Background: an optimization exercise with open tools, aiming at small area, a short achievable clock period and few clock cycles. Do not read the settings as production practice.
Only simulation tests tie the RTL to the original design; equivalence was not proved.
No activity file was given, so power comes from the tool's default toggle rates.

==> flow/design.v (outline; a module is shown in full before it is edited, if it fits) <==
// module ro_decide: 286 lines
// module rd_mul: 776 lines
// module rd_acc: 411 lines
module ro_decide (
    input  wire         clk,
    input  wire         rst,
    input  wire         in_valid,
    output wire         in_ready,
    input  wire         in_first,
    input  wire         in_last,
    input  wire [15:0]  in_yi,
    input  wire [15:0]  in_yq,
    input  wire [31:0]  in_w,           
    input  wire [4:0]   cfg_int_shift,
    input  wire [2:0]   cfg_plane_en,
    input  wire [15:0]  cfg_state_map,
    input  wire [47:0]  cfg_a,          
    input  wire [47:0]  cfg_b,
    input  wire [95:0]  cfg_c,          
    input  wire [47:0]  cfg_k,
    input  wire [14:0]  cfg_k_sh,       
    output reg          res_valid,
    output reg  [31:0]  res_i,
    output reg  [31:0]  res_q,
    output reg          res_sat,
    output reg  [2:0]   res_sides,
    output reg  [1:0]   res_state,
    output reg  [15:0]  res_quality
);
  // ...
==> flow/run.sh <==
#!/bin/bash
# synth_recipe.tcl (not shown) runs the flow's synth.tcl, then flattens the netlist and writes it again
# the make line also repeats each setting of config.mk as NAME=value (left out here)
make -C /OpenROAD-flow-scripts/flow DESIGN_CONFIG=/design/flow/config.mk WORK_HOME=/design/flow/orfs CLKGATE_MAP_FILE= SYNTH_SCRIPT=/design/flow/synth_recipe.tcl finish
==> flow/config.mk <==
export PLATFORM = sky130hd
export DESIGN_NAME = ro_decide
export DESIGN_NICKNAME = ro_decide
export VERILOG_FILES = /design/flow/design.v
export SDC_FILE = /design/flow/constraint.sdc
export NUM_CORES = 4
export LEC_CHECK = 0
export ABC_AREA = 1
export CAP_MARGIN = 20
export CORE_MARGIN = 2
export CORE_UTILIZATION = 40
export SETUP_SLACK_MARGIN = 5
export SLEW_MARGIN = 20
==> flow/constraint.sdc <==
create_clock -name core_clock -period 11.0 [get_ports {clk}]
set_input_delay 2.2000 -clock core_clock [delete_from_list [all_inputs] [get_ports {clk}]]
set_output_delay 2.2000 -clock core_clock [all_outputs]
set_load 0.01 [all_outputs]
==> summary.txt, run 1 <==
The total detailed-routing wirelength was 361800 um. The portion of the post-synthesis area used by sequential elements was 0.2843; the synthesized cell area was 76900 um2. The startpoint kind of the worst setup timing path is a register. H-tree depth: 3. The internal power of the cells totals 11.88 mW. Standard cell with the maximum stage delay on the critical path: sky130_fd_sc_hd__dfxtp_2. In the final layout, the multi-input gates occupy 47030 um2. The net total in the final layout was 10970.

The share of final-layout standard cells stronger than drive strength 1 works out to 0.04797. After synthesis, the largest family of logic cells by area is adder cells. Together, buffers and inverters on the worst path number 4. Clock tree cell share of total cell area: 0.04102. The run finished with no timing, DRC or antenna violations. The sequential fraction of total cell area works out to 0.2495. The tools report the wire length of the first global-routing pass as 503100 um. Data on the critical path is required at its endpoint by 11.70 ns. The tools report the number of nets produced by synthesis as 10700. Global-route met1 utilization: 0.4943. The critical path in this run is classified as reg -> reg.

The time the worst path needs with I/O delays and setup came out at 5.859 ns. Prior to clock tree synthesis, the placed netlist has a worst setup slack of 4.595 ns. After clock tree synthesis, the clock-pin slew on the worst setup and hold paths is 0.06 ns.

For this run, design rule violations remaining after detail routing come to 0. Setup repair after global routing could not meet its margin everywhere. The finished layout cell area was 87730 um2.
Testbench counts, summed over its fixed seeds: cycles 79,959.
==> run 2: changes to the inputs <==
==> flow/flow/run.sh (new file) <==
#!/bin/bash
# The standard layout (standard.sh, its synthesis unchanged), with the port
# buffers made of the smallest buffer cell instead of the placer's default, and
# timing repair aiming 5.5 ns below the clock period.
set -euo pipefail
bash standard.sh "BUFFER_PORTS_ARGS=-buffer_cell sky130_fd_sc_hd__buf_1" SETUP_SLACK_MARGIN=5.5 finish > standard.log 2>&1
==> flow/standard.sh (new file) <==
#!/bin/bash
# synth_recipe.tcl (not shown) runs the flow's synth.tcl, then flattens the netlist and writes it again
# the make line also repeats each setting of config.mk as NAME=value (left out here)
make -C /OpenROAD-flow-scripts/flow DESIGN_CONFIG=/design/flow/config.mk WORK_HOME=/design/flow/orfs CLKGATE_MAP_FILE= SYNTH_SCRIPT=/design/flow/synth_recipe.tcl "${@:-finish}"
--- a/flow/config.mk
+++ b/flow/config.mk
@@ -9,5 +9,5 @@
 export CAP_MARGIN = 20
 export CORE_MARGIN = 2
 export CORE_UTILIZATION = 40
-export SETUP_SLACK_MARGIN = 5
+export CTS_BUF_LIST = sky130_fd_sc_hd__clkbuf_4 sky130_fd_sc_hd__clkbuf_8
 export SLEW_MARGIN = 20
removed: flow/run.sh
==> run 2 against run 1 <==
Still clean; clock-buffer cell count up 90; largest cell class unchanged; clock skew is 0.0049 ns higher; fmax increased by 6.7%; core utilization is 0.83 points lower; register-to-register slack improved by 0.37 ns; global-route usage rose by 0.48 points; flip-flop and latch count unchanged.
==> summary.txt, run 2 <==
The flow ran to the end and the layout has no timing, DRC or antenna violations. The launch point of the worst reg-to-reg path is ck[4]. The most common cell in the synthesized netlist was sky130_fd_sc_hd__inv_1. The worst setup path is captured at a register. During placement, the flow inserted port buffers numbering 435. For the number of warning messages in the yosys log, the log shows 1. VDD sags by at most 0.4294 mV. The library cells used most frequently in the layout, excluding fill and tap cells, are sky130_fd_sc_hd__inv_1, sky130_fd_sc_hd__nand2_1, sky130_fd_sc_hd__nor2_1, sky130_fd_sc_hd__fa_1, sky130_fd_sc_hd__o21ai_0.

From left edge to right edge, the die measures 442.5 um. The register with the most flip-flops in the layout has 96 of them. By count the netlist is led by sky130_fd_sc_hd__inv_1, sky130_fd_sc_hd__nand2_1, sky130_fd_sc_hd__nor2_1. The worst hold path begins at st[2].

The wire-length estimate of the detail-placed layout is 292500 um. For the combined flip-flop and latch cell area, the log shows 21900 um2. Relative to the synthesized area, the layout overhead comes to 12.02%. Terminating pin of the worst hold path: st[3].

The critical path buffer and inverter count works out to 1 (-3). The number of nets produced by synthesis is 10700 (unchanged). The overall power consumption was 26.27 mW; the switching portion of total power was 0.5428. The kind of critical path was reg -> reg.

The number of primary I/O pins was 436. The number of global-route vias before repair came out at 67350. Across the run, the number of max-cap violations was 0. The maximum buffer depth of the clock tree was 3; the wire length of the first global-routing pass was 508400 um (+1.1%).

Primary flip-flop cell chosen by synthesis mapping: sky130_fd_sc_hd__dfxtp_1. Setup repair after global routing could not meet its margin everywhere. For the relative slew slack, the log shows 0.2290.

Yosys mapped the design onto 62 distinct sky130hd cell types. The time the worst path needs with I/O delays and setup came out at 5.492 ns (-0.3666 ns). Startpoint kind of the worst setup timing path: a register. Count of hold buffers inserted by post-cts repair: 0. Averaged over all synthesized cells, the footprint is 8.532 um2.

At the end of routability-driven placement, the weighted congestion stood at 1.066. The worst hold path passes through 2 cells. The clock transition at the registers of the reported paths came out at 0.08 ns (+0.02 ns). Summed over all cells, the static leakage comes to 36.73 nW.

At the pin with the least slew margin, the transition time is 1.148 ns. The detailed router finished its first iteration with 8691 violations. Entering global routing, the biggest net connects 149 pins.

TritonCTS built the clock tree. The tools report the count of placed standard cells including taps as 11690. The worst register-to-register path ends at acc0[49]. The run gives 12.01 mW (+1.1%) as the internal power component. The synthesized design contains 382 enable-type register cells. The tools report the initial antenna violation count as 35. The area inside the core boundary was 190600 um2. On the final layout, the worst clock skew is 0.05331 ns. The H-tree depth was 4 (+1); the upper clock frequency limit was 0.1821 GHz. The synthesized cell area is 76900 um2 (unchanged). Total count of max-transition violations in the final report: 0. The floorplan row count was 160; the per-cell via count in the routed design was 5.609.

The fraction of post-synthesis cell area in the top cell type by area is 0.2999. Final number of setup-violating endpoints: 0. Among cell families on the critical path, the largest total delay comes from compound AO/OA/AOI/OAI gates. The run gives 12060 as the post-layout instance count excluding filler cells. After global routing the overflow that remains totals 0. By area the synthesized netlist is led by sky130_fd_sc_hd__fa_1, sky130_fd_sc_hd__edfxtp_1, sky130_fd_sc_hd__dfxtp_1. STA puts the critical path data arrival time at 6.41 ns.

The share of the clock period used by the worst path after layout was 0.4993; the number of hold-slack violations in the final timing report was 0. The floorplan step defined a die boundary enclosing 195800 um2. The average routed wire per standard cell was 30.49 um; the number of cell instances on the worst register-to-register path was 16.

For the sum of negative setup slack, the log shows 0 ns. The net total in the final layout came out at 11070 (+0.87%). The run gives 4.481 ns (-0.1142 ns) as the setup slack at placement.

The data required time at the worst endpoint is 11.92 ns (+0.22 ns). The min-delay analysis places its worst path in the category reg -> reg. Ranked by flip-flop count, first place goes to cc.

The number of instances in the synthesized netlist was 9014. For the net load switching power, the log shows 14.26 mW. The CTS buffer count is 170, and the share of final-layout standard cells stronger than drive strength 1 is 0.07697 (+0.02900).

The run gives 0 (unchanged) as the count of unresolved DRC violations after routing. The largest registers in the layout are cc (96), acc0 (50), acc1 (50). The tools report the clock network power share as 0.142. The largest incremental delay on the critical path was 0.71 ns. The run gives 47630 um2 (+1.3%) as the multi-input combinational cell area. Power spread over the standard cell area amounts to 304.9 nW/um2.

CTS sink count: 901. The slowest stage of the critical path belongs to the cell sky130_fd_sc_hd__edfxtp_1. In this run the worst path has a maximum fanout of 4. The total routing usage reported by global routing was 0.3697. For the total detailed-routing wirelength, the log shows 367500 um (+1.6%). The worst register-to-register path has a setup slack of 5.51 ns. The share of power burned in registers was 0.214; the async set or reset register ratio after synthesis was 0.

For the worst setup slack after layout, the log shows 5.508 ns. Once detail routing completed, the nets flagged for antenna violations numbered 0. The final route contains 67610 vias. The cell sitting at the root of the clock tree is a sky130_fd_sc_hd__clkbuf_8.

Synthesis inferred 901 register bits. The library cell used most frequently in the layout, excluding fill and tap cells, is sky130_fd_sc_hd__inv_1. The number of filler cells placed in the layout came out at 19040. The portion of the post-synthesis area used by sequential elements is 0.2843 (unchanged), and the die outline height is 442.5 um. Cell type contributing the most total cell area after synthesis: sky130_fd_sc_hd__fa_1. Before antenna repair, the detailed router went through 6 iterations. The signal on the critical path passes through a21oi_1 > o221ai_1 > a21oi_1 > fa_1 > inv_1 > fa_1 > fa_1 > ha_1 > nand2_1 > o211ai_1 > a21oi_2 > o21ai_4 > a21oi_4 > o21a_1 > nor2_1 > xor2_1. For the worst-skew pair, the clock arrives at the later sink with an insertion delay of 1.03 ns. Combinational fraction of design power: 0.644. The most prevalent standard cell on the critical path was sky130_fd_sc_hd__fa_1. The tools report the initial standard-cell utilization of the core as 0.4035.
run 2: tightest hold or removal path, delay by kind of cell (launching register included):
kind	cells	cell delay, ns
buf+inv	1	0.04
flops	1	0.30
simple gates	1	0.03
run 2: final cells by class:
type,count,share of cell area
Antenna cell,21,0.0006100
Tap cell,2511,0.03647
Inverter,1750,0.07728
Clock buffer,243,0.03505
Clock inverter,68,0.007639
Timing Repair inverter,1,0.0001307
Multi-Input combinational cell,5963,0.5529
Sequential cell,901,0.2542
Timing Repair Buffer,597,0.03570
run 2: cell families (layout without fill, tap and decap cells):
group	after synthesis	after routing	share of synthesized area
other cells	0	21	0
simple gates	3135	3136	0.1598
xor+xnor	158	158	0.01824
compound gates	1317	1317	0.09887
fa+ha+maj	1337	1337	0.3300
flops	901	901	0.2843
buf+inv	2151	2659	0.1069
mux	15	15	0.001952
run 2: worst max-delay path by stage:
| stage | start | endpoint | depth (start not counted) |
|---|---|---|---|
| global placement | st[6] | acc0[49] | 20 |
| finish | ck[4] | acc0[49] | 16 |
| detailed placement | st[6] | acc0[44] | 20 |
| global route | st[6] | acc1[39] | 25 |
| CTS | st[9] | p11b[19] | 16 |
| floorplan | in_valid | first_m | 4 |
run 2: repair_timing:
action | in CTS | in global routing
pin swaps | 2 | 10
endpoints found under the setup margin | 148 | 105
buffers inserted | 8 | 26
gates cloned | 0 | 3
gates resized for setup | 98 | 164
run 2: routing by layer:
metal | track usage | up-vias | part of all wire
met5 | 0.002198 | - | 0.0010
met4 | 0.2141 | 32 | 0.067
met2 | 0.5160 | 4451 | 0.41
met1 | 0.4935 | 33810 | 0.39
met3 | 0.1304 | 817 | 0.13
li1 | - | 28500 | -
run 2: stage by stage:
stage                 util  cell area, um2  hold slack, ns
floorplan                -           76950          0.3792
finish              0.4520           86150          0.3942
CTS                 0.4469           85170          0.3962
global placement    0.4256           81110          0.3860
global route        0.4518           86110          0.4277
detailed placement  0.4256           81110          0.3860
run 2: power by group through the flow:
stage	sequential, mW	clock, mW	combinational [mW]
floorplan	4.67	0	10.3
global placement	5.54	0	15.6
detailed placement	5.52	0	15.6
CTS	5.47	3.76	15.9
global route	5.54	3.90	18.3
finish	5.62	3.72	16.9
==> module ro_decide, before the edit <==
module ro_decide (
    input  wire         clk,
    input  wire         rst,
    input  wire         in_valid,
    output wire         in_ready,
    input  wire         in_first,
    input  wire         in_last,
    input  wire [15:0]  in_yi,
    input  wire [15:0]  in_yq,
    input  wire [31:0]  in_w,           
    input  wire [4:0]   cfg_int_shift,
    input  wire [2:0]   cfg_plane_en,
    input  wire [15:0]  cfg_state_map,
    input  wire [47:0]  cfg_a,          
    input  wire [47:0]  cfg_b,
    input  wire [95:0]  cfg_c,          
    input  wire [47:0]  cfg_k,
    input  wire [14:0]  cfg_k_sh,       
    output reg          res_valid,
    output reg  [31:0]  res_i,
    output reg  [31:0]  res_q,
    output reg          res_sat,
    output reg  [2:0]   res_sides,
    output reg  [1:0]   res_state,
    output reg  [15:0]  res_quality
);
    reg         busy;
    reg  [12:1] st;                      
    wire        acc_beat = in_valid & ~busy;
    assign in_ready = ~busy;
    always @(posedge clk) begin
        if (rst) begin
            busy <= 1'b0;
            st   <= 12'd0;
        end else begin
            if (acc_beat & in_last)
                busy <= 1'b1;
            else if (st[9])
                busy <= 1'b0;
            st <= {st[11:1], acc_beat & in_last};
        end
    end
    reg [4:0]  int_shift;
    reg [2:0]  plane_en;
    reg [15:0] state_map;
    reg [47:0] ca, cb, ck;
    reg [95:0] cc;
    reg [14:0] k_sh;
    always @(posedge clk)
        if (acc_beat & in_first) begin
            int_shift <= cfg_int_shift;
            plane_en  <= cfg_plane_en;
            state_map <= cfg_state_map;
            ca        <= cfg_a;
            cb        <= cfg_b;
            cc        <= cfg_c;
            ck        <= cfg_k;
            k_sh      <= cfg_k_sh;
        end
    wire [16:0] a0 = {ca[15], ca[15:0]};
    wire [16:0] a1 = {ca[31], ca[31:16]};
    wire [16:0] a2 = {ca[47], ca[47:32]};
    wire [16:0] b0 = {cb[15], cb[15:0]};
    wire [16:0] b1 = {cb[31], cb[31:16]};
    wire [16:0] b2 = {cb[47], cb[47:32]};
    wire [16:0] k0 = {1'b0, ck[15:0]};
    wire [16:0] k1 = {1'b0, ck[31:16]};
    wire [16:0] k2 = {1'b0, ck[47:32]};
    wire [31:0] c0 = cc[31:0];
    wire [31:0] c1 = cc[63:32];
    wire [31:0] c2 = cc[95:64];
    reg  [49:0] acc0, acc1;
    wire [45:0] ix = st[3] ? acc0[45:0] : acc1[45:0];
    wire [46:0] ix8 = {ix[45], ix};
    wire [38:0] is8 = int_shift[3] ? ix8[46:8] : ix8[38:0];
    wire [34:0] is4 = int_shift[2] ? is8[38:4] : is8[34:0];
    wire [32:0] is2 = int_shift[1] ? is4[34:2] : is4[32:0];
    wire [31:0] is1 = int_shift[0] ? is2[32:1] : is2[31:0];
    wire [31:0] ish = int_shift[4] ? {{2{ix[45]}}, ix[45:16]} : is1;
    reg         isat;
    integer     ij;
    always @(*) begin
        isat = 1'b0;
        for (ij = 31; ij < 45; ij = ij + 1)
            if (ij >= 31 + int_shift && ix[ij] != ix[45])
                isat = 1'b1;
    end
    wire [32:0] sat_x = isat ? {1'b1, ix[45] ? 32'h8000_0000 : 32'h7FFF_FFFF} : {1'b0, ish};
    wire [16:0] xh_n = {sat_x[31], sat_x[31:16]};        
    wire [16:0] xl_n = {1'b0, sat_x[15:0]};
    wire [16:0] ih   = {res_i[31], res_i[31:16]};        
    wire [16:0] qh   = {res_q[31], res_q[31:16]};
    wire [16:0] il   = {1'b0, res_i[15:0]};
    wire [16:0] ql   = {1'b0, res_q[15:0]};
    reg  [16:0] ra0, rb0, ra1, rb1;      
    reg  [16:0] ia0, ib0, ia1, ib1;      
    reg         first_m, first_a;
    wire [47:0] u0 = acc0[47:0] ^ {48{acc0[49]}};
    wire [47:0] u1 = acc1[47:0] ^ {48{acc1[49]}};
    wire [15:0] wi = in_w[15:0];
    wire [15:0] wq = in_w[31:16];
    always @(posedge clk) begin
        first_m <= acc_beat & in_first;
        if (acc_beat) begin
            ra0 <= {wi[15], wi};
            rb0 <= {in_yi[15], in_yi};
            ra1 <= {wq[15], wq};
            rb1 <= -{in_yq[15], in_yq};
            ia0 <= {wi[15], wi};
            ib0 <= {in_yq[15], in_yq};
            ia1 <= {wq[15], wq};
            ib1 <= {in_yi[15], in_yi};
        end else begin
            ra0 <= 17'd0; rb0 <= 17'd0; ra1 <= 17'd0; rb1 <= 17'd0;
            ia0 <= 17'd0; ib0 <= 17'd0; ia1 <= 17'd0; ib1 <= 17'd0;
            if (st[3]) begin
                ra0 <= a0; rb0 <= xl_n; ra1 <= a0; rb1 <= xh_n;
            end
            if (st[4]) begin
                ra0 <= b0; rb0 <= xl_n; ra1 <= b0; rb1 <= xh_n;
            end
            if (st[6]) begin
                ra0 <= a2; rb0 <= il;   ra1 <= a2; rb1 <= ih;
            end
            if (st[7]) begin
                ra0 <= k0; ra1 <= k0;
            end
            if (st[8]) begin
                ra1 <= k0; rb1 <= {1'b0, u0[47:32]};
            end
            if (st[3]) begin
                ia0 <= a1; ib0 <= xl_n; ia1 <= a1; ib1 <= xh_n;
            end
            if (st[4]) begin
                ia0 <= b1; ib0 <= xl_n; ia1 <= b1; ib1 <= xh_n;
            end
            if (st[5]) begin
                ia0 <= b2; ib0 <= ql;   ia1 <= b2; ib1 <= qh;
            end
            if (st[6]) begin
                ia0 <= k1; ia1 <= k1;
            end
            if (st[7]) begin
                ia1 <= k1; ib1 <= {1'b0, u1[47:32]};
            end
            if (st[8]) begin
                ia0 <= k2; ia1 <= k2;
            end
            if (st[9]) begin
                ia1 <= k2; ib1 <= {1'b0, u0[47:32]};
            end
        end
    end
    reg         m0_ta, m1_ta1, m1_ta2;
    wire [16:0] rb0_e = m0_ta  ? {1'b0, u0[15:0]}  : rb0;
    wire [16:0] rb1_e = m0_ta  ? {1'b0, u0[31:16]} : rb1;
    wire [16:0] ib0_e = m1_ta1 ? {1'b0, u1[15:0]}  : m1_ta2 ? {1'b0, u0[15:0]}  : ib0;
    wire [16:0] ib1_e = m1_ta1 ? {1'b0, u1[31:16]} : m1_ta2 ? {1'b0, u0[31:16]} : ib1;
    wire [33:0] m00a, m00b, m01a, m01b, m10a, m10b, m11a, m11b;
    rd_mul u_m00 (.a(ra0), .b(rb0_e), .ra(m00a), .rb(m00b));
    rd_mul u_m01 (.a(ra1), .b(rb1_e), .ra(m01a), .rb(m01b));
    rd_mul u_m10 (.a(ia0), .b(ib0_e), .ra(m10a), .rb(m10b));
    rd_mul u_m11 (.a(ia1), .b(ib1_e), .ra(m11a), .rb(m11b));
    reg  [33:0] p00a, p00b, p01a, p01b, p10a, p10b, p11a, p11b;
    always @(posedge clk) begin
        first_a <= first_m;
        p00a <= m00a; p00b <= m00b; p01a <= m01a; p01b <= m01b;
        p10a <= m10a; p10b <= m10b; p11a <= m11a; p11b <= m11b;
    end
    reg  c0_acc, c0_da, c0_db, c0_x2, c0_tk, c0_tb, c0_sh;
    reg  c1_acc, c1_da, c1_db, c1_y2, c1_tk1, c1_tk2, c1_tb, c1_sh;
    always @(posedge clk) begin
        if (rst) begin
            m0_ta <= 1'b0; m1_ta1 <= 1'b0; m1_ta2 <= 1'b0;
            c0_acc <= 1'b0; c0_da <= 1'b0; c0_db <= 1'b0; c0_x2 <= 1'b0;
            c0_tk <= 1'b0; c0_tb <= 1'b0; c0_sh <= 1'b0;
            c1_acc <= 1'b0; c1_da <= 1'b0; c1_db <= 1'b0; c1_y2 <= 1'b0;
            c1_tk1 <= 1'b0; c1_tk2 <= 1'b0; c1_tb <= 1'b0; c1_sh <= 1'b0;
        end else begin
            m0_ta  <= st[7];
            m1_ta1 <= st[6];
            m1_ta2 <= st[8];
            c0_da  <= st[4];
            c0_db  <= st[5];
            c0_x2  <= st[7];
            c0_tk  <= st[8] & acc0[49];
            c0_tb  <= st[9];
            c0_sh  <= st[4] | st[5] | st[7] | st[8] | st[9];
            c0_acc <= ~first_m & ~(st[4] | st[5] | st[7] | st[8] | st[9]);
            c1_da  <= st[4];
            c1_db  <= st[5];
            c1_y2  <= st[6];
            c1_tk1 <= st[7] & acc1[49];
            c1_tk2 <= st[9] & acc0[49];
            c1_tb  <= st[8] | st[10];
            c1_sh  <= st[4] | st[5] | st[6] | st[7] | st[8] | st[9] | st[10];
            c1_acc <= ~first_m & ~(st[4] | st[5] | st[6] | st[7] | st[8] | st[9] | st[10]);
        end
    end
    wire [49:0] fb0 =
        ({50{c0_acc}} & acc0) |
        ({50{c0_da}}  & {~{{3{c0[31]}}, c0}, 15'h7FFF}) |
        ({50{c0_db}}  & acc0) |
        ({50{c0_x2}}  & acc1) |
        {33'd0, {17{c0_tk}} & k0} |
        ({50{c0_tb}}  & {16'd0, acc0[49:16]});
    wire        cin0 = c0_da;
    wire [49:0] fb1 =
        ({50{c1_acc}} & acc1) |
        ({50{c1_da}}  & {~{{3{c1[31]}}, c1}, 15'h7FFF}) |
        ({50{c1_db}}  & acc1) |
        ({50{c1_y2}}  & {~{{3{c2[31]}}, c2}, 15'h7FFF}) |
        {33'd0, ({17{c1_tk1}} & k1) | ({17{c1_tk2}} & k2)} |
        ({50{c1_tb}}  & {16'd0, acc1[49:16]});
    wire        cin1 = c1_da | c1_y2;
    wire [49:0] y0, y1;
    rd_acc u_a0 (.r0a(p00a), .r0b(p00b), .r1a(p01a), .r1b(p01b),
                 .sh1(c0_sh), .fb(fb0), .cin(cin0), .y(y0));
    rd_acc u_a1 (.r0a(p10a), .r0b(p10b), .r1a(p11a), .r1b(p11b),
                 .sh1(c1_sh), .fb(fb1), .cin(cin1), .y(y1));
    always @(posedge clk) begin
        acc0 <= y0;
        acc1 <= y1;
    end
    reg        sgn0, sgn1, sgn2;
    reg        t15_0, t15_1;
    reg [4:0]  ksh0, ksh2;
    reg        en0, en2;
    wire        q_from0 = st[11];
    wire [48:0] qy   = q_from0 ? {acc0[47:0], t15_0} : {acc1[47:0], t15_1};
    wire [4:0]  qsh  = st[10] ? k_sh[9:5] : st[11] ? ksh0 : ksh2;
    wire        qen  = st[10] ? plane_en[1] : st[11] ? en0 : en2;
    wire [30:0] qs16 = qsh[4] ? qy[46:16] : qy[30:0];
    wire [22:0] qs8  = qsh[3] ? qs16[30:8] : qs16[22:0];
    wire [18:0] qs4  = qsh[2] ? qs8[22:4] : qs8[18:0];
    wire [16:0] qs2  = qsh[1] ? qs4[18:2] : qs4[16:0];
    wire [15:0] qs1  = qsh[0] ? qs2[16:1] : qs2[15:0];
    reg         qovf;
    integer     qj;
    always @(*) begin
        qovf = 1'b0;
        for (qj = 16; qj < 49; qj = qj + 1)
            if (qj >= 16 + qsh && qy[qj])
                qovf = 1'b1;
    end
    wire [15:0] term = qovf ? 16'hFFFF : qs1;
    wire [2:0]  sides = {plane_en[2] & ~sgn2, plane_en[1] & ~sgn1, plane_en[0] & ~sgn0};
    always @(posedge clk) begin
        if (st[3]) begin
            res_i   <= sat_x[31:0];
            res_sat <= sat_x[32];
        end
        if (st[4]) begin
            res_q   <= sat_x[31:0];
            res_sat <= res_sat | sat_x[32];
        end
        if (st[7])
            sgn1 <= acc1[49];
        if (st[8])
            sgn0 <= acc0[49];
        if (st[9])
            sgn2 <= acc0[49];
        if (st[9] | st[11])
            t15_1 <= acc1[15];
        if (st[10])
            t15_0 <= acc0[15];
        if (st[10]) begin
            res_sides <= sides;
            res_state <= state_map[2*sides +: 2];
            ksh0      <= k_sh[4:0];
            en0       <= plane_en[0];
            ksh2      <= k_sh[14:10];
            en2       <= plane_en[2];
        end
        if (st[10])
            res_quality <= qen ? term : 16'hFFFF;
        else if ((st[11] | st[12]) && qen && term < res_quality)
            res_quality <= term;
    end
    always @(posedge clk) begin
        if (rst)
            res_valid <= 1'b0;
        else
            res_valid <= st[12];
    end
endmodule
==> run 3: changes to the inputs <==
--- a/flow/design.v
+++ b/flow/design.v
@@ -164,8 +164,8 @@
     reg  [33:0] p00a, p00b, p01a, p01b, p10a, p10b, p11a, p11b;
     always @(posedge clk) begin
         first_a <= first_m;
-        p00a <= m00a; p00b <= m00b; p01a <= m01a; p01b <= m01b;
-        p10a <= m10a; p10b <= m10b; p11a <= m11a; p11b <= m11b;
+        p00a <= ~m00a; p00b <= ~m00b; p01a <= ~m01a; p01b <= ~m01b;
+        p10a <= ~m10a; p10b <= ~m10b; p11a <= ~m11a; p11b <= ~m11b;
     end
     reg  c0_acc, c0_da, c0_db, c0_x2, c0_tk, c0_tb, c0_sh;
     reg  c1_acc, c1_da, c1_db, c1_y2, c1_tk1, c1_tk2, c1_tb, c1_sh;
@@ -214,9 +214,9 @@
         ({50{c1_tb}}  & {16'd0, acc1[49:16]});
     wire        cin1 = c1_da | c1_y2;
     wire [49:0] y0, y1;
-    rd_acc u_a0 (.r0a(p00a), .r0b(p00b), .r1a(p01a), .r1b(p01b),
+    rd_acc u_a0 (.r0a(~p00a), .r0b(~p00b), .r1a(~p01a), .r1b(~p01b),
                  .sh1(c0_sh), .fb(fb0), .cin(cin0), .y(y0));
-    rd_acc u_a1 (.r0a(p10a), .r0b(p10b), .r1a(p11a), .r1b(p11b),
+    rd_acc u_a1 (.r0a(~p10a), .r0b(~p10b), .r1a(~p11a), .r1b(~p11b),
                  .sh1(c1_sh), .fb(fb1), .cin(cin1), .y(y1));
     always @(posedge clk) begin
         acc0 <= y0;
==> run 3 against run 2 <==
Via count decreased by 2.7%; critical endpoint is now p01b[20]; sequential share of layout area increased by 0.29 points; critical path type unchanged; fmax increased by 0.47%; synthesized cell count decreased by 1.7%; sequential power decreased by 6.2%; die area decreased by 1.2%; core utilization about the same; non-clock buffer count decreased by 19; register-to-register slack improved by 0.03 ns; clock-buffer cell count decreased by 9.
==> summary.txt, run 3 <==
The flow ran to the end and the layout has no timing, DRC or antenna violations. The number of filler cells placed in the layout is 18870 (-0.86%). Counting flops per register, the top entry is cc. The commonest cells after synthesis are sky130_fd_sc_hd__nand2_1, sky130_fd_sc_hd__inv_1, sky130_fd_sc_hd__nor2_1. Peak fanout along the critical path: 55 (+51). The commonest non-fill, non-tap cell in the layout is sky130_fd_sc_hd__nand2_1. After synthesis, the cell types taking the most area are sky130_fd_sc_hd__fa_1, sky130_fd_sc_hd__edfxtp_1, sky130_fd_sc_hd__dfxtp_1. The worst setup slack after layout is 5.534 ns (+0.02573 ns), and the upper clock frequency limit is 0.1829 GHz (+0.47%). The time the worst path needs with I/O delays and setup works out to 5.466 ns (-0.02573 ns). The total detailed-routing wirelength is 340600 um (-7.3%).

The tree is rooted in a sky130_fd_sc_hd__clkbuf_8. Detailed placer's ending HPWL: 268200 um (-8.3%). CTS buffer count: 170 (unchanged). The number of instances in the synthesized netlist is 8862 (-1.7%), and the detailed router's first-iteration violation count is 8251 (-5.1%). The logs give 75980 um2 (-1.2%) for the synthesized cell area and 80110 um2 (-1.2%) for the post-place instance area.

The die outline height works out to 439.8 um (-0.60%). Setup repair after global routing could not meet its margin everywhere. The port buffer count was 435 (unchanged); the first-pass iteration count of the detailed router was 8 (+2).

The startpoint kind of the worst setup timing path is a register. The share of the clock period used by the worst path after layout works out to 0.4969 (-0.002339). Launch point of the critical path: st[8].

The number of global-route vias before repair is 65730 (-2.4%). The number of synthesized register bits came out at 901 (unchanged). The clock latency on the worst-skew pair came out at 1.04 ns (about the same). The initial standard-cell utilization of the core is 0.4037 (about the same).

The average routed wire per standard cell was 28.72 um (-5.8%). The setup slack at placement is 4.321 ns (-0.1594 ns). The number of synthesized flops with an enable pin was 382 (unchanged). The area inside the core boundary came out at 188200 um2 (-1.3%). The initial antenna violation count is 14 (-60%), and the number of flip-flops in the largest register is 96 (unchanged). The run gives 0 (unchanged) as the remaining antenna violation count. The average footprint of a synthesized cell was 8.574 um2 (+0.50%). The finished layout cell area was 85160 um2 (-1.1%). The run gives 47450 um2 (-0.37%) as the multi-input combinational cell area. Of all cell types, the one taking the most synthesized area is sky130_fd_sc_hd__fa_1. The run gives 0.1198 ns (+0.06650 ns) as the worst clock skew. The number of warning messages in the yosys log came out at 1 (unchanged).

The tools report the sum of overflow across all layers after global routing as 0 (unchanged). For the net total in the final layout, the log shows 10900 (-1.6%). The wire length of the first global-routing pass was 476200 um (-6.3%); the power per unit of standard cell area was 288.8 nW/um2 (-5.3%).

The clock transition at the registers of the reported paths is 0.07 ns (about the same), and the relative slew slack is 0.2392 (+0.01020). The worst-margin pin slew came out at 1.132 ns (-0.01518 ns). The count of unresolved DRC violations after routing came out at 0 (unchanged). The fraction of post-synthesis cell area in the top cell type by area was 0.3035 (+0.003634); the portion of the post-synthesis area used by sequential elements was 0.2877 (+0.003445).

The critical path data arrival time is 6.27 ns (-0.14 ns), and the number of hold-slack violations in the final timing report is 0 (unchanged). For the final number of setup-violating endpoints, the log shows 0 (unchanged). In this run the critical register-to-register path is launched from st[8]. The run gives 65780 (-2.7%) as the vias after detailed routing. The per-cell via count in the routed design works out to 5.545 (-1.1%). The maximum buffer depth of the clock tree came out at 3 (unchanged). The largest registers in the layout are cc (96), acc0 (50), acc1 (50). STA classifies the critical path endpoint as a register. The worst hold path begins at st[1]. Primary flip-flop cell chosen by synthesis mapping: sky130_fd_sc_hd__dfxtp_1. For the maximum number of pins on one net before global-route repair, the log shows 96 (-36%). The worst hold path belongs to the class reg -> reg. The area growth from synthesis to layout came out at 12.08% (about the same). The placer's final routability congestion estimate is 1.073 (+0.67%), and the async set or reset register ratio after synthesis is 0 (unchanged).

TritonCTS built the clock tree. The run gives 11500 (-1.6%) as the count of placed standard cells including taps. The total die area was 193500 um2 (-1.2%). The number of primary I/O pins was 436 (unchanged). The total count of max-transition violations in the final report is 0 (unchanged), and the number of nets produced by synthesis is 10550 (-1.4%).

The sum of negative setup slack came out at 0 ns (unchanged). The die outline width works out to 439.8 um (-0.60%). For the maximum vdd drop, the log shows 0.3643 mV (-15%).

The critical path is of the reg -> reg type. The leakage power of the design is 35.62 nW (-3.0%), and the floorplan row count is 159 (-0.63%). For the H-tree depth, the log shows 4 (unchanged). The tools report the combined flip-flop and latch cell area as 21900 um2 (about the same). The run gives 11.80 ns (-0.12 ns) as the data required time at the worst endpoint. The logs give 11860 (-1.6%) for the post-layout instance count excluding filler cells and 61 (-1.6%) for the count of distinct cell types in the synthesized netlist.

The most common cell in the synthesized netlist is sky130_fd_sc_hd__nand2_1. The CTS sink count is 901 (unchanged), and the share of final-layout standard cells stronger than drive strength 1 is 0.06866 (-0.008308). Leaving out fill and tap cells, the most frequent cells in the layout are sky130_fd_sc_hd__nand2_1, sky130_fd_sc_hd__inv_1, sky130_fd_sc_hd__nor2_1, sky130_fd_sc_hd__fa_1, sky130_fd_sc_hd__o21ai_0.

The max capacitance violation total was 0 (unchanged); the total routing usage reported by global routing was 0.3487 (-0.02093).
run 3: worst max-delay path, cell delays in order, from the launching register on:
cell                      delay (ns)
sky130_fd_sc_hd__dfxtp_4        0.44
sky130_fd_sc_hd__buf_6          0.29
sky130_fd_sc_hd__o21ai_2        0.93
sky130_fd_sc_hd__inv_1          0.36
sky130_fd_sc_hd__nand2_1        0.19
sky130_fd_sc_hd__fa_1           0.45
sky130_fd_sc_hd__fa_1           0.52
sky130_fd_sc_hd__fa_1           0.51
sky130_fd_sc_hd__fa_1           0.47
sky130_fd_sc_hd__fa_1           0.53
sky130_fd_sc_hd__fa_1           0.56
run 3: power by group:
| group | total [mW] | internal, mW | switching, mW |
|---|---|---|---|
| Combinational | 15.4 | 5.12 | 10.3 |
| Sequential | 5.27 | 4.35 | 0.925 |
| Clock | 3.91 | 2.21 | 1.70 |
run 3: cell families after synthesis:
logic type,count (synthesis),synth area share
compound gates,1308,0.09630
xor+xnor,156,0.01798
fa+ha+maj,1337,0.3340
buf+inv,1902,0.09556
flops,901,0.2877
mux,10,0.001317
simple gates,3248,0.1672
run 3: final timing paths:
kind / end / slack [ns] / cells after the start
setup reg to reg: p01b[20] / 5.53 / 10
hold reg to reg: st[2] / 0.41 / 2
hold / removal: st[2] / 0.41 / 2
setup / recovery: p01b[20] / 5.53 / 10
run 3: area by class of cell:
cell class	count	share of cell area
tap	2495	0.03666
timing repair inverter	4	0.0003967
sequential	901	0.2572
multi-input combinational	6060	0.5572
antenna	17	0.0004995
clock buffer	234	0.03503
inverter	1497	0.06713
timing repair buffer	578	0.03454
clock inverter	76	0.01134
run 3: timing repair:
action / CTS / global route
pin swaps: 3 / 5
resized for setup: 100 / 87
buffers inserted: 9 / 14
hold buffers: 0 / 0
cloned: 3 / 4
setup endpoints to repair: 169 / 90
run 3: per-stage QoR:
stage / utilization / hold WS, ns / power [mW]
floorplan: - / 0.3792 / 14.63
global placement: 0.4256 / 0.3885 / 19.91
detailed placement: 0.4257 / 0.3862 / 19.91
CTS: 0.4493 / 0.4099 / 23.91
global route: 0.4524 / 0.4210 / 26.07
finish: 0.4525 / 0.4146 / 24.60
run 3: metal layers:
metal	global-route usage	wire [um]	up-vias
li1	-	-	28130
met1	0.4627	133600	32730
met2	0.5108	144000	4052
met3	0.08639	36860	854
met4	0.2179	26010	4
met5	0.002978	102	-
Testbench counts of run 3, summed over its fixed seeds: cycles 79,959.
==> run 4: changes to the inputs <==
==> flow/flow/run.sh (replaced) <==
#!/bin/bash
# The standard layout (standard.sh, its synthesis unchanged), with the port
# buffers made of the smallest buffer cell instead of the placer's default, and
# timing repair aiming 5.8 ns below the clock period.
set -euo pipefail
bash standard.sh "BUFFER_PORTS_ARGS=-buffer_cell sky130_fd_sc_hd__buf_1" SETUP_SLACK_MARGIN=5.8 finish > standard.log 2>&1
==> run 4 against run 3 <==
Power rose by 1.7%; largest power group unchanged; core utilization is 0.46 points higher; clock skew rose by 0.00093 ns; still clean; register-to-register slack improved by 0.24 ns; sequential power about the same; via count rose by 0.42%.
==> summary.txt, run 4 <==
The per-cell via count in the routed design came out at 5.550 (about the same). The logs give 6.18 ns (-0.09 ns) for the critical path data arrival time and 80110 um2 (unchanged) for the post-place instance area. Worst reg-to-reg setup slack: 5.78 ns (+0.24 ns). The total detailed-routing wirelength is 342500 um (+0.55%).

The number of hold-slack violations in the final timing report was 0 (unchanged); the maximum buffer depth of the clock tree was 3 (unchanged). The relative slew slack was 0.2502 (+0.01099); the share of the clock period used by the worst path after layout was 0.4750 (-0.02196). The number of flip-flops in the largest register was 96 (unchanged).

In the layout the commonest cells are sky130_fd_sc_hd__nand2_1, sky130_fd_sc_hd__inv_1, sky130_fd_sc_hd__nor2_1, sky130_fd_sc_hd__fa_1, sky130_fd_sc_hd__o21ai_0. The cell sitting at the root of the clock tree is a sky130_fd_sc_hd__clkbuf_8. The number of synthesized register bits is 901 (unchanged). Counting stages on the worst path, the most repeated cell is sky130_fd_sc_hd__fa_1. The worst clock skew came out at 0.1207 ns (+0.0009280 ns).

Register bank with the most flops: cc. The global-route met1 utilization was 0.4679 (+0.005186). Launch point of the critical path: c1_tk2. The commonest cells after synthesis are sky130_fd_sc_hd__nand2_1, sky130_fd_sc_hd__inv_1, sky130_fd_sc_hd__nor2_1.

The async set or reset register ratio after synthesis was 0 (unchanged); the initial antenna violation count was 24 (+10). The number of cells on the worst hold path is 2 (unchanged), and the largest incremental delay on the critical path is 0.50 ns (-0.43 ns). The met3 track utilization from global routing is 0.08552 (-0.0008682). The fraction of post-synthesis cell area in the top cell type by area was 0.3035 (unchanged). The logs give 0 (unchanged) for the max capacitance violation total and 188200 um2 (unchanged) for the area inside the core boundary. For the upper clock frequency limit, the log shows 0.1914 GHz (+4.6%). The sum of negative setup slack is 0 ns (unchanged). The overall power consumption is 25.00 mW (+1.7%), and the net total in the final layout is 10940 (+0.39%).

Number of global-route vias before repair: 66070 (+0.51%). The tools report the combined flip-flop and latch cell area as 21900 um2 (about the same). Detailed router's first-iteration violation count: 8519 (+3.2%).

The number of warning messages in the yosys log is 1 (unchanged). TritonCTS built the clock tree. Kind of critical path: reg -> reg. In the post-synthesis netlist, the biggest area contributors are sky130_fd_sc_hd__fa_1, sky130_fd_sc_hd__edfxtp_1, sky130_fd_sc_hd__dfxtp_1. The tools report the detailed placer's ending HPWL as 268200 um (unchanged).

The count of distinct cell types in the synthesized netlist came out at 61 (unchanged). The clock latency on the worst-skew pair is 1.04 ns (about the same). Initial standard-cell utilization of the core: 0.4037 (unchanged). The power per unit of standard cell area is 290.7 nW/um2 (+0.64%), and the number of nets produced by synthesis is 10550 (unchanged). Traced cell by cell, the critical path runs through clkinvlp_4 > buf_12 > o22ai_4 > a21oi_1 > nand3_1 > fa_1 > fa_1 > fa_1 > ha_1 > nand2_1 > o21ai_0 > nand2_1 > nand3_1 > a21oi_4 > o21ai_1 > a21oi_2 > o21ai_2 > a21oi_2 > o21ai_0 > xor2_1. For the number of instances in the synthesized netlist, the log shows 8862 (unchanged). The number of synthesized flops with an enable pin is 382 (unchanged). The H-tree depth is 4 (unchanged). Number of primary I/O pins: 436 (unchanged).

Total count of max-transition violations in the final report: 0 (unchanged). The worst hold-check slack is 0.4087 ns (-0.005898 ns). The path with the worst hold slack has its endpoint at st[2].

The remaining antenna violation count is 0 (unchanged). The maximum vdd drop is 0.3804 mV (+4.4%), and the data required time at the worst endpoint is 11.95 ns (+0.15 ns). The tools report the met2 usage in global routing as 0.5116 (+0.0008876).

The class of the most critical hold timing path was reg -> reg. The slowest stage of the critical path is the sky130_fd_sc_hd__fa_1 cell. Multi-input combinational cell area: 47830 um2 (+0.79%). The floorplan row count is 159 (unchanged), and the average footprint of a synthesized cell is 8.574 um2 (unchanged). The average routed wire per standard cell was 28.78 um (+0.22%).

The time the worst path needs with I/O delays and setup works out to 5.225 ns (-0.2416 ns). met2 is the most crowded layer. The wire length of the first global-routing pass was 479900 um (+0.76%); the final number of setup-violating endpoints was 0 (unchanged).

The maximum number of pins on one net before global-route repair is 96 (unchanged), and the die outline width is 439.8 um (unchanged). The port buffer count was 435 (unchanged). The placer's final routability congestion estimate was 1.073 (unchanged); the leakage power of the design was 35.94 nW (+0.90%). The most common cell in the synthesized netlist is sky130_fd_sc_hd__nand2_1.

The tools report the launch point of the worst reg-to-reg path as c1_tk2. The cell type contributing the most total cell area after synthesis was sky130_fd_sc_hd__fa_1. Sum of overflow across all layers after global routing: 0 (unchanged). The tools report the number of filler cells placed in the layout as 18820 (-0.28%).

The finished layout cell area came out at 86020 um2 (+1.0%). The tools report the start point of the worst hold path as st[1]. The largest registers in the layout are cc (96), acc0 (50), acc1 (50).

Critical path buffer and inverter count: 2 (unchanged). The worst-margin pin slew works out to 1.124 ns (-0.008981 ns). Grouping stages by cell kind, the critical path spends the most delay in compound AO/OA/AOI/OAI gates. The logs give 901 (unchanged) for the CTS sink count and 7 (-1) for the first-pass iteration count of the detailed router. The tools report the portion of the post-synthesis area used by sequential elements as 0.2877 (unchanged). Setup repair after global routing could not meet its margin everywhere. The tools report the kind of end point of the critical path as a register. The primary flip-flop cell chosen by synthesis mapping is sky130_fd_sc_hd__dfxtp_1. The endpoint of the most critical register-to-register path is acc1[47].

The die outline height is 439.8 um (unchanged). The flow ran to the end and the layout has no timing, DRC or antenna violations. Startpoint kind of the worst setup timing path: a register. The clock transition at the registers of the reported paths is 0.06 ns (about the same), and the count of unresolved DRC violations after routing is 0 (unchanged). The CTS buffer count is 170 (unchanged). The area growth from synthesis to layout was 13.21%.

The share of final-layout standard cells stronger than drive strength 1 works out to 0.07825 (+0.009587). The number of cell instances on the worst register-to-register path is 20 (+10). Leaving out fill and tap cells, the most frequent cell in the layout is sky130_fd_sc_hd__nand2_1. The vias after detailed routing was 66050 (+0.42%).

The synthesized cell area is 75980 um2 (unchanged), and the total routing usage reported by global routing is 0.3515 (+0.002787). The tools report the total die area as 193500 um2 (unchanged). The peak fanout along the critical path is 15 (-73%).
-- run 4: cell counts after synthesis --
No cell type changed its count.
-- run 4: how the worst max path moves through the flow --
stage	to	slack [ns]	cells after the start
finish	acc1[47]	5.78	20
global route	acc1[32]	5.61	21
CTS	p11b[20]	5.70	16
detailed placement	p11b[18]	4.32	13
global placement	p11b[18]	4.30	14
floorplan	first_m	3.89	4
-- run 4: area by class of cell --
class / count / share of cell area
flip-flops and latches: 901 / 0.2546
clock inverters: 76 / 0.01123
multi-input cells: 6060 / 0.5560
inverters: 1497 / 0.06653
repair buffers: 621 / 0.03994
repair inverters: 4 / 0.0003491
diodes: 13 / 0.0003782
well taps: 2495 / 0.03629
clock buffers: 234 / 0.03468
-- run 4: power breakdown --
group	switching, mW	internal, mW
combinational	10.5	5.33
clock	1.71	2.21
sequential	0.925	4.35
-- run 4: through the flow --
step | worst slack [ns] | util | cells
final | 5.775 | 0.4571 | 11900
after global routing | 5.611 | 0.4570 | 11900
after CTS | 5.705 | 0.4527 | 11860
after detailed placement | 4.321 | 0.4257 | 11500
after global placement | 4.301 | 0.4256 | 11500
after floorplan | 3.890 | - | 8862
-- run 4: kinds of logic (layout without fill, tap and decap cells) --
group | count (synthesis) | in the layout | share of synthesized area
and+or+nand+nor | 3248 | 3249 | 0.1672
buffers and inverters | 1902 | 2432 | 0.09556
adders and majority gates | 1337 | 1337 | 0.3340
AOI/OAI and AO/OA | 1308 | 1308 | 0.09630
DFF | 901 | 901 | 0.2877
xor gates and xnor gates | 156 | 156 | 0.01798
muxes | 10 | 10 | 0.001317
other | 0 | 13 | 0
-- run 4: metal layers --
metal / wire, um / vias up
li1: - / 28220
met1: 134500 / 32890
met2: 144100 / 4064
met3: 37190 / 871
met4: 26680 / 10
met5: 64 / -
-- run 4: repair_timing --
action / CTS / global route
pin swaps: 9 / 8
hold buffers: 0 / 0
setup endpoints to repair: 218 / 99
gates resized for setup: 180 / 111
gates cloned: 5 / 4
buffers inserted: 40 / 24
-- run 4: worst min-delay path: cells and delay by family, from the launching register on --
| kind | cells | cell delay (ns) |
|---|---|---|
| AND/OR/NAND/NOR | 1 | 0.03 |
| flip-flops | 1 | 0.29 |
| buffers and inverters | 1 | 0.04 |
==> run 5: changes to the inputs <==
==> flow/flow/run.sh (replaced) <==
#!/bin/bash
# The standard layout (standard.sh, its synthesis unchanged), with the port
# buffers made of the smallest buffer cell instead of the placer's default, and
# timing repair aiming 6.0 ns below the clock period.
set -euo pipefail
bash standard.sh "BUFFER_PORTS_ARGS=-buffer_cell sky130_fd_sc_hd__buf_1" SETUP_SLACK_MARGIN=6.0 finish > standard.log 2>&1
==> run 5 against run 4 <==
Largest cell class unchanged; fmax grew 3.3%; core utilization up 1.7 points; die area unchanged; power rose by 15%; still clean; critical path type unchanged; combinational power grew 24%; register-to-register slack improved by 0.17 ns.
==> summary.txt, run 5 <==
The run finished with no timing, DRC or antenna violations. The sum of overflow across all layers after global routing is 0 (unchanged). The net total in the final layout was 11090 (+1.3%); the total count of max-transition violations in the final report was 0 (unchanged).

Setup repair after global routing could not meet its margin everywhere. The number of warning messages in the yosys log is 1 (unchanged), and the share of power burned in registers is 0.185 (-0.026). The power per unit of standard cell area is 321.0 nW/um2 (+10%). STA classifies the critical path startpoint as a register. The fraction of post-synthesis cell area in the top cell type by area is 0.3035 (unchanged).

STA classifies the critical path endpoint as a register. The remaining antenna violation count was 0 (unchanged). The post-place instance area was 80260 um2 (+0.19%); the share of final-layout standard cells stronger than drive strength 1 was 0.1222 (+0.04395).

The floorplan row count was 159 (unchanged); the clock transition at the registers of the reported paths was 0.06 ns (about the same). Area inside the core boundary: 188200 um2 (unchanged). The die outline height is 439.8 um (unchanged), and the max capacitance violation total is 0 (unchanged). Port buffer count: 435 (unchanged).

The per-cell via count in the routed design was 5.583 (+0.60%); the clock latency on the worst-skew pair was 1.03 ns (about the same). Wire length of the first global-routing pass: 493100 um (+2.8%). The critical path data arrival time came out at 5.93 ns (-0.25 ns).

TritonCTS built the clock tree. The run gives 271700 um (+1.3%) as the detailed placer's ending HPWL. The async set or reset register ratio after synthesis was 0 (unchanged); the synthesized cell area was 75980 um2 (unchanged). The H-tree depth is 4 (unchanged). The number of flip-flops in the largest register works out to 96 (unchanged). The die outline width was 439.8 um (unchanged). Counting instances in the post-synthesis netlist gives the leading cell types as sky130_fd_sc_hd__nand2_1, sky130_fd_sc_hd__inv_1, sky130_fd_sc_hd__nor2_1. The logs give 117 (+22%) for the maximum number of pins on one net before global-route repair and 21910 um2 (about the same) for the combined flip-flop and latch cell area.

The maximum vdd drop was 0.3712 mV (-2.4%). The area growth from synthesis to layout works out to 17.48%. The upper clock frequency limit came out at 0.1978 GHz (+3.3%).

The vias after detailed routing came out at 67290 (+1.9%). The worst clock skew was 0.06038 ns (-0.06037 ns); the share of the clock period used by the worst path after layout was 0.4597 (-0.01532). The initial antenna violation count was 22 (-8.3%); the switching portion of total power was 0.5169 (-0.007716).

The run gives 0.686 (+0.053) as the combinational fraction of design power. The count of distinct cell types in the synthesized netlist is 61 (unchanged). The largest incremental delay on the critical path is 0.53 ns (+0.03 ns). The logs give 8 (+1) for the first-pass iteration count of the detailed router and 8454 (-0.76%) for the detailed router's first-iteration violation count.

For the total detailed-routing wirelength, the log shows 352700 um (+3.0%). The count of hold buffers inserted by post-cts repair is 0 (unchanged). For the number of global-route vias before repair, the log shows 67250 (+1.8%). The synthesized design spends more area on one cell type than any other, namely sky130_fd_sc_hd__fa_1.

The leakage power of the design was 37.03 nW (+3.0%); the internal power component was 13.84 mW (+16%). Data required time at the worst endpoint: 11.88 ns (-0.07 ns). Yosys attributes the largest share of cell area to sky130_fd_sc_hd__fa_1, sky130_fd_sc_hd__edfxtp_1, sky130_fd_sc_hd__dfxtp_1. Counting flops per register, the top entry is cc. The sum of negative setup slack was 0 ns (unchanged); the number of filler cells placed in the layout was 18520 (-1.6%). Standard cell with the maximum stage delay on the critical path: sky130_fd_sc_hd__fa_1. The logs give 0.4037 (unchanged) for the initial standard-cell utilization of the core and 0 (unchanged) for the count of unresolved DRC violations after routing.

The most common cell in the synthesized netlist was sky130_fd_sc_hd__nand2_1. The CTS sink count was 901 (unchanged). The peak fanout along the critical path was 5 (-10); the number of synthesized register bits was 901 (unchanged).

The largest registers in the layout are cc (96), acc0 (50), acc1 (50). The CTS buffer count was 168 (-1.2%). The net load switching power is 14.81 mW (+13%).

Leaving out fill and tap cells, the most frequent cell in the layout is sky130_fd_sc_hd__nand2_1. The run gives 436 (unchanged) as the number of primary I/O pins. Total routing usage reported by global routing: 0.3616 (+0.01007).

The average footprint of a synthesized cell was 8.574 um2 (unchanged). Class of the most critical hold timing path: reg -> reg. The logs give 3 (unchanged) for the maximum buffer depth of the clock tree and 193500 um2 (unchanged) for the total die area. The run gives 0.3823 ns (-0.02632 ns) as the worst hold-check slack. The final number of setup-violating endpoints came out at 0 (unchanged). The tools report the portion of the post-synthesis area used by sequential elements as 0.2877 (unchanged).

The critical path in this run is classified as reg -> reg. The number of hold-slack violations in the final timing report was 0 (unchanged). The root buffer selected by CTS is sky130_fd_sc_hd__clkbuf_8.

The placer's final routability congestion estimate came out at 1.063 (-0.91%). The number of synthesized flops with an enable pin was 382 (unchanged); the average routed wire per standard cell was 29.27 um (+1.7%). The primary flip-flop cell chosen by synthesis mapping was sky130_fd_sc_hd__dfxtp_1. For the clock network power share, the log shows 0.130 (-0.027). The number of nets produced by synthesis was 10550 (unchanged). In the layout the commonest cells are sky130_fd_sc_hd__nand2_1, sky130_fd_sc_hd__inv_1, sky130_fd_sc_hd__nor2_1, sky130_fd_sc_hd__fa_1, sky130_fd_sc_hd__o21ai_0.

The worst-margin pin slew was 1.136 ns (+0.01207 ns); the time the worst path needs with I/O delays and setup was 5.056 ns (-0.1685 ns). The relative slew slack is 0.2384 (-0.01180), and the number of instances in the synthesized netlist is 8862 (unchanged). The multi-input combinational cell area was 49620 um2 (+3.7%).

For the finished layout cell area, the log shows 89270 um2 (+3.8%).
run 5: path summary, 6_finish.rpt:
| path | from | endpoint | slack [ns] | cells past startpoint |
|---|---|---|---|---|
| worst max-delay path | st[6] | acc0[49] | 5.94 | 28 |
| worst min-delay path | first_m | c0_acc | 0.38 | 1 |
| worst max register to register | st[6] | acc0[49] | 5.94 | 28 |
| worst min register to register | first_m | c0_acc | 0.38 | 1 |
run 5: timing repair:
action,in CTS,in global routing
hold endpoints to repair,0,0
cloned,15,5
pin swaps,54,138
resized for setup,395,352
setup endpoints to repair,246,132
buffers inserted,68,116
run 5: cell type report:
cell class	count	area share
multi-input combinational	6060	0.5558
inverter	1497	0.06422
antenna	15	0.0004205
timing repair buffer	769	0.05703
sequential	901	0.2455
timing repair inverter	3	0.0003364
clock buffer	222	0.03143
tap	2495	0.03497
clock inverter	90	0.01029
run 5: per-stage QoR:
step | power, mW | util | std cells | worst slack, ns
6_report | 28.65 | 0.4743 | 12050 | 5.944
3_5_place_dp | 20.01 | 0.4265 | 11520 | 3.924
2_1_floorplan | 14.63 | - | 8862 | 3.890
4_1_cts | 25.68 | 0.4605 | 11920 | 5.935
3_3_place_gp | 20.03 | 0.4264 | 11520 | 3.977
5_1_grt | 30.10 | 0.4742 | 12050 | 5.809
run 5: kinds of logic (layout without fill, tap and decap cells):
kind of cell / count (synthesis) / in the layout / synth area share
simple gates: 3248 / 3249 / 0.1672
buf+inv: 1902 / 2581 / 0.09556
fa+ha+maj: 1337 / 1337 / 0.3340
compound gates: 1308 / 1308 / 0.09630
flops: 901 / 901 / 0.2877
xor+xnor: 156 / 156 / 0.01798
mux: 10 / 10 / 0.001317
other cells: 0 / 15 / 0
run 5: metal layers:
| layer | vias to the layer above | track usage | share of wire |
|---|---|---|---|
| li1 | 28550 | - | - |
| met1 | 33660 | 0.4790 | 0.39 |
| met2 | 4159 | 0.5196 | 0.42 |
| met3 | 912 | 0.09748 | 0.11 |
| met4 | 14 | 0.2374 | 0.080 |
| met5 | - | 0 | 0.00025 |
run 5: power groups by stage:
stage / Clock [mW] / Combinational, mW / Sequential, mW
after floorplan: 0 / 9.96 / 4.67
final: 3.72 / 19.6 / 5.29
after global routing: 3.90 / 21.0 / 5.25
after detailed placement: 0 / 14.8 / 5.24
after global placement: 0 / 14.8 / 5.24
after CTS: 3.76 / 16.7 / 5.19
run 5: critical path, delay by kind of cell, from the launching register on:
family                   cells  cell delay [ns]
buffers and inverters        9             0.97
flip-flops                   1             0.39
AND/OR/NAND/NOR             11             1.10
AO/OA/AOI/OAI                4             0.68
adder cells (fa/ha/maj)      4             1.77
==> run 6: changes to the inputs <==
==> flow/flow/run.sh (replaced) <==
#!/bin/bash
# The standard layout (standard.sh, its synthesis unchanged), with the port
# buffers made of the smallest buffer cell instead of the placer's default, and
# timing repair aiming 6.3 ns below the clock period.
set -euo pipefail
bash standard.sh "BUFFER_PORTS_ARGS=-buffer_cell sky130_fd_sc_hd__buf_1" SETUP_SLACK_MARGIN=6.3 finish > standard.log 2>&1
==> run 6 against run 5 <==
Largest power group unchanged; register-to-register slack improved by 0.24 ns; sequential share of layout area fell by 0.71 points; core utilization rose by 1.5 points; still clean on timing, DRC and antenna; critical path depth fell by 8; critical path type unchanged; area after synthesis did not move; power rose by 3.7%; worst hold slack improved by 0.017 ns; critical endpoint is now acc0[47]; global-route usage rose by 0.53 points.
==> summary.txt, run 6 <==
In this run the worst setup path terminates at acc0[47]. The multiplexer area fraction after synthesis was 0.001317 (unchanged). The clock transition at the registers of the reported paths works out to 0.06 ns (about the same). The fraction of the mapped netlist area in compound gates works out to 0.09630 (unchanged). For the post-layout instance count excluding filler cells, the log shows 12180 (+1.1%). Floorplan row count: 159 (unchanged).

Number of flip-flops in the largest register: 96 (unchanged). The wire length of the first global-routing pass is 498500 um (+1.1%). The worst register-to-register path begins at acc0[41]. The area inside the core boundary was 188200 um2 (unchanged); the area share of fa/ha/maj cells after synthesis was 0.3340 (unchanged). The run gives 68190 (+1.3%) as the vias after detailed routing. The detailed placer's ending HPWL was 273000 um (+0.46%). The library cell used most frequently in the layout, excluding fill and tap cells, is sky130_fd_sc_hd__nand2_1. The count of distinct cell types in the synthesized netlist is 61 (unchanged), and the maximum vdd drop is 0.5471 mV (+47%). The register bank with the most flops was cc. The class of the most critical hold timing path was reg -> reg. For this run, the leading register cell type out of synthesis is sky130_fd_sc_hd__dfxtp_1.

The tools report the number of primary I/O pins as 436 (unchanged). The port buffer count is 435 (unchanged), and the max capacitance violation total is 0 (unchanged). The maximum buffer depth of the clock tree is 3 (unchanged), and the peak fanout along the critical path is 5 (unchanged). The tools report the worst hold-check slack as 0.3997 ns (+0.01740 ns). The number of hold-slack violations in the final timing report is 0 (unchanged). The core occupancy in the finished layout was 0.4896 (+0.01526). The H-tree depth came out at 4 (unchanged). The logs give 38.01 nW (+2.6%) for the leakage power of the design and 0.4037 (unchanged) for the initial standard-cell utilization of the core. The number of global-route vias before repair came out at 67400 (+0.22%). The per-cell via count in the routed design was 5.598 (+0.26%).

The launch point of the critical path is acc0[41]. The number of synthesized flops with an enable pin came out at 382 (unchanged). The time the worst path needs with I/O delays and setup came out at 4.816 ns (-0.2403 ns). The run finished with no timing, DRC or antenna violations.

For the post-place instance area, the log shows 80240 um2 (about the same). The async set or reset register ratio after synthesis came out at 0 (unchanged). The data required time at the worst endpoint is 11.89 ns (about the same). Summed over all instances, the cell type with the most area after synthesis is sky130_fd_sc_hd__fa_1.

The simple-gate share of the synthesized area came out at 0.1672 (unchanged). Share of the clock period used by the worst path after layout: 0.4378 (-0.02185). The die outline height was 439.8 um (unchanged); the die outline width was 439.8 um (unchanged). The top cell types in the final layout, fill and taps aside, are sky130_fd_sc_hd__nand2_1, sky130_fd_sc_hd__inv_1, sky130_fd_sc_hd__nor2_1, sky130_fd_sc_hd__fa_1, sky130_fd_sc_hd__o21ai_0.

The placer's final routability congestion estimate was 1.082 (+1.8%). The cell sitting at the root of the clock tree is a sky130_fd_sc_hd__clkbuf_8. The worst register-to-register path ends at acc0[47]. The total die area came out at 193500 um2 (unchanged).

The power per unit of standard cell area came out at 322.6 nW/um2 (+0.50%). Fraction of post-synthesis cell area in the top cell type by area: 0.3035 (unchanged). The most common cell in the synthesized netlist is sky130_fd_sc_hd__nand2_1. The maximum number of pins on one net before global-route repair was 167 (+43%).

The first-pass iteration count of the detailed router was 7 (-1). For the clock latency on the worst-skew pair, the log shows 1.05 ns (+0.02 ns). The critical path is of the reg -> reg type. The number of nets produced by synthesis was 10550 (unchanged). The area growth from synthesis to layout is 21.26%. The run gives 8260 (-2.3%) as the detailed router's first-iteration violation count.

The worst clock skew was 0.06791 ns (+0.007531 ns); the average routed wire per standard cell was 29.75 um (+1.6%). For the remaining antenna violation count, the log shows 0 (unchanged). After synthesis, the cell types taking the most area are sky130_fd_sc_hd__fa_1, sky130_fd_sc_hd__edfxtp_1, sky130_fd_sc_hd__dfxtp_1.

The synthesized cell area was 75980 um2 (unchanged). The worst setup path is launched from a register. The CTS buffer count came out at 170 (+1.2%).

TritonCTS built the clock tree. The number of instances in the synthesized netlist was 8862 (unchanged). The share of final-layout standard cells stronger than drive strength 1 was 0.1504 (+0.02816). The number of synthesized register bits was 901 (unchanged). Relative slew slack: 0.1446 (-0.09382). The worst-margin pin slew came out at 1.270 ns (+0.1341 ns). The tools report the final number of setup-violating endpoints as 0 (unchanged). Portion of the post-synthesis area used by sequential elements: 0.2877 (unchanged). After synthesis, the largest family of logic cells by area is adder cells.

The finished layout cell area was 92140 um2 (+3.2%); the net total in the final layout was 11210 (+1.1%). The logs give 0 ns (unchanged) for the sum of negative setup slack and 0 (unchanged) for the count of unresolved DRC violations after routing. The total detailed-routing wirelength was 362300 um (+2.7%). Count of placed standard cells including taps: 11510 (-0.11%).

The worst hold path begins at st[1]. The run gives 6.18 ns (+0.24 ns) as the worst reg-to-reg setup slack. The number of cell instances on the worst register-to-register path is 20 (-29%), and the xor/xnor cell area share of the yosys netlist is 0.01798 (unchanged).

Ranked by instance count, the synthesized netlist is headed by sky130_fd_sc_hd__nand2_1, sky130_fd_sc_hd__inv_1, sky130_fd_sc_hd__nor2_1. The number of warning messages in the yosys log is 1 (unchanged). The sum of overflow across all layers after global routing is 0 (unchanged), and the critical path data arrival time is 5.71 ns (-0.22 ns). The logs give 901 (unchanged) for the CTS sink count and 0.2076 GHz (+5.0%) for the upper clock frequency limit.

The total count of max-transition violations in the final report came out at 0 (unchanged). In the final layout, the registers with the most flip-flops are cc (96), acc0 (50), acc1 (50). The initial antenna violation count was 21 (-4.5%).

The total routing usage reported by global routing is 0.3669 (+0.005292). The average footprint of a synthesized cell was 8.574 um2 (unchanged). Setup repair after global routing could not meet its margin everywhere. STA classifies the critical path endpoint as a register.
## run 6: through the flow
| step | setup slack, ns | power [mW] |
|---|---|---|
| final | 6.184 | 29.72 |
| after global routing | 6.034 | 31.30 |
| after CTS | 6.098 | 26.46 |
| after detailed placement | 4.065 | 19.97 |
| after global placement | 4.313 | 20.06 |
| after floorplan | 3.890 | 14.70 |
## run 6: critical path: stages, from the launching register on
cell	delay, ns
sky130_fd_sc_hd__dfxtp_1	0.71
sky130_fd_sc_hd__nand2_1	0.24
sky130_fd_sc_hd__o2111ai_4	0.21
sky130_fd_sc_hd__fa_1	0.47
sky130_fd_sc_hd__inv_1	0.09
sky130_fd_sc_hd__fa_1	0.46
sky130_fd_sc_hd__fa_1	0.57
sky130_fd_sc_hd__inv_1	0.07
sky130_fd_sc_hd__ha_4	0.18
sky130_fd_sc_hd__a21oi_4	0.14
sky130_fd_sc_hd__nor2_1	0.09
sky130_fd_sc_hd__o21ai_2	0.14
sky130_fd_sc_hd__a21oi_1	0.10
sky130_fd_sc_hd__nor4_2	0.31
sky130_fd_sc_hd__nand3_2	0.24
sky130_fd_sc_hd__nand2_2	0.12
sky130_fd_sc_hd__nand2_2	0.06
sky130_fd_sc_hd__nand3_1	0.08
sky130_fd_sc_hd__o211ai_1	0.11
sky130_fd_sc_hd__buf_4	0.15
sky130_fd_sc_hd__xor2_1	0.13
## run 6: final cells by class
cell class | count | area (um2)
Tap cell | 2495 | 3122
Antenna cell | 22 | 55.05
Inverter | 1497 | 5791
Sequential cell | 901 | 21960
Fill cell | 18220 | 96060
Clock buffer | 236 | 2960
Clock inverter | 80 | 787.0
Multi-Input combinational cell | 6064 | 50870
Timing Repair inverter | 6 | 55.05
Timing Repair Buffer | 880 | 6530
## run 6: worst min-delay path by stage
stage / endpoint / slack, ns / depth (start not counted)
after detailed placement: c0_acc / 0.39 / 1
after floorplan: c0_acc / 0.38 / 1
final: st[2] / 0.40 / 2
after CTS: st[2] / 0.40 / 2
after global placement: st[3] / 0.40 / 2
after global routing: st[2] / 0.43 / 2
## run 6: logic make-up after synthesis
kind of cell,after synthesis
and+or+nand+nor,3248
buffers and inverters,1902
adders and majority gates,1337
AOI/OAI and AO/OA,1308
DFF,901
xor gates and xnor gates,156
muxes,10
## run 6: what timing repair did
action / 4_1_cts / 5_1_grt
gates cloned: 20 / 14
gates resized for setup: 617 / 478
buffers inserted: 166 / 135
pin swaps: 96 / 211
endpoints found under the setup margin: 311 / 225
hold buffers: 0 / 0
## run 6: routing by layer
metal | wire length [um] | vias up | GRT usage
li1 | - | 28800 | -
met1 | 143800 | 34170 | 0.4951
met2 | 152000 | 4251 | 0.5327
met3 | 39760 | 958 | 0.09156
met4 | 26750 | 8 | 0.2179
met5 | 46 | - | 0
## run 6: report_power, final
| group | internal (mW) | switching, mW |
|---|---|---|
| registers | 4.36 | 0.986 |
| logic | 8.17 | 12.5 |
| clock network | 2.03 | 1.70 |

[static timing again, ports no longer ideal]
No port has a modelled driver above. Below, the same layouts with a new extraction and two added sets of constraints. Step 1 (the two cells are an assumption about what drives the block):
set clk [get_ports {clk}]
set_driving_cell -lib_cell sky130_fd_sc_hd__clkbuf_16 $clk
set_driving_cell -lib_cell sky130_fd_sc_hd__buf_2 [delete_from_list [all_inputs] $clk]
Step 2 moves the port delays by t, midway between the first and last clock arrival at a register: inputs arrive t later, outputs are due t later. That takes back most of the time a late clock gives input paths. Three values: no drivers, after step 1, after step 2; two values: the first two.
run	t (ns)	setup slack, ns	hold slack, ns	slew at the worst register clock pin (ns)	worst data-port slew with drivers (ns)
run 1	0.877	5.141 / 5.141 / 5.141	0.402 / 0.402 / 0.402	0.07 / 0.07	0.13
run 2	1.087	5.508 / 5.508 / 5.508	0.394 / 0.394 / 0.394	0.08 / 0.08	0.12
run 3	1.077	5.534 / 5.534 / 5.189	0.415 / 0.415 / 0.415	0.08 / 0.08	0.25
run 4	1.067	5.775 / 5.775 / 5.107	0.409 / 0.409 / 0.409	0.08 / 0.08	0.24
run 5	1.099	5.944 / 5.944 / 5.709	0.382 / 0.382 / 0.382	0.08 / 0.08	0.17
run 6	1.113	6.184 / 6.184 / 5.805	0.400 / 0.400 / 0.400	0.08 / 0.08	0.10
After both steps every run listed still meets setup and hold. The setup slack of run 4, which loses most, moves by 0.000 ns with the drivers and by -0.668 ns with both steps.
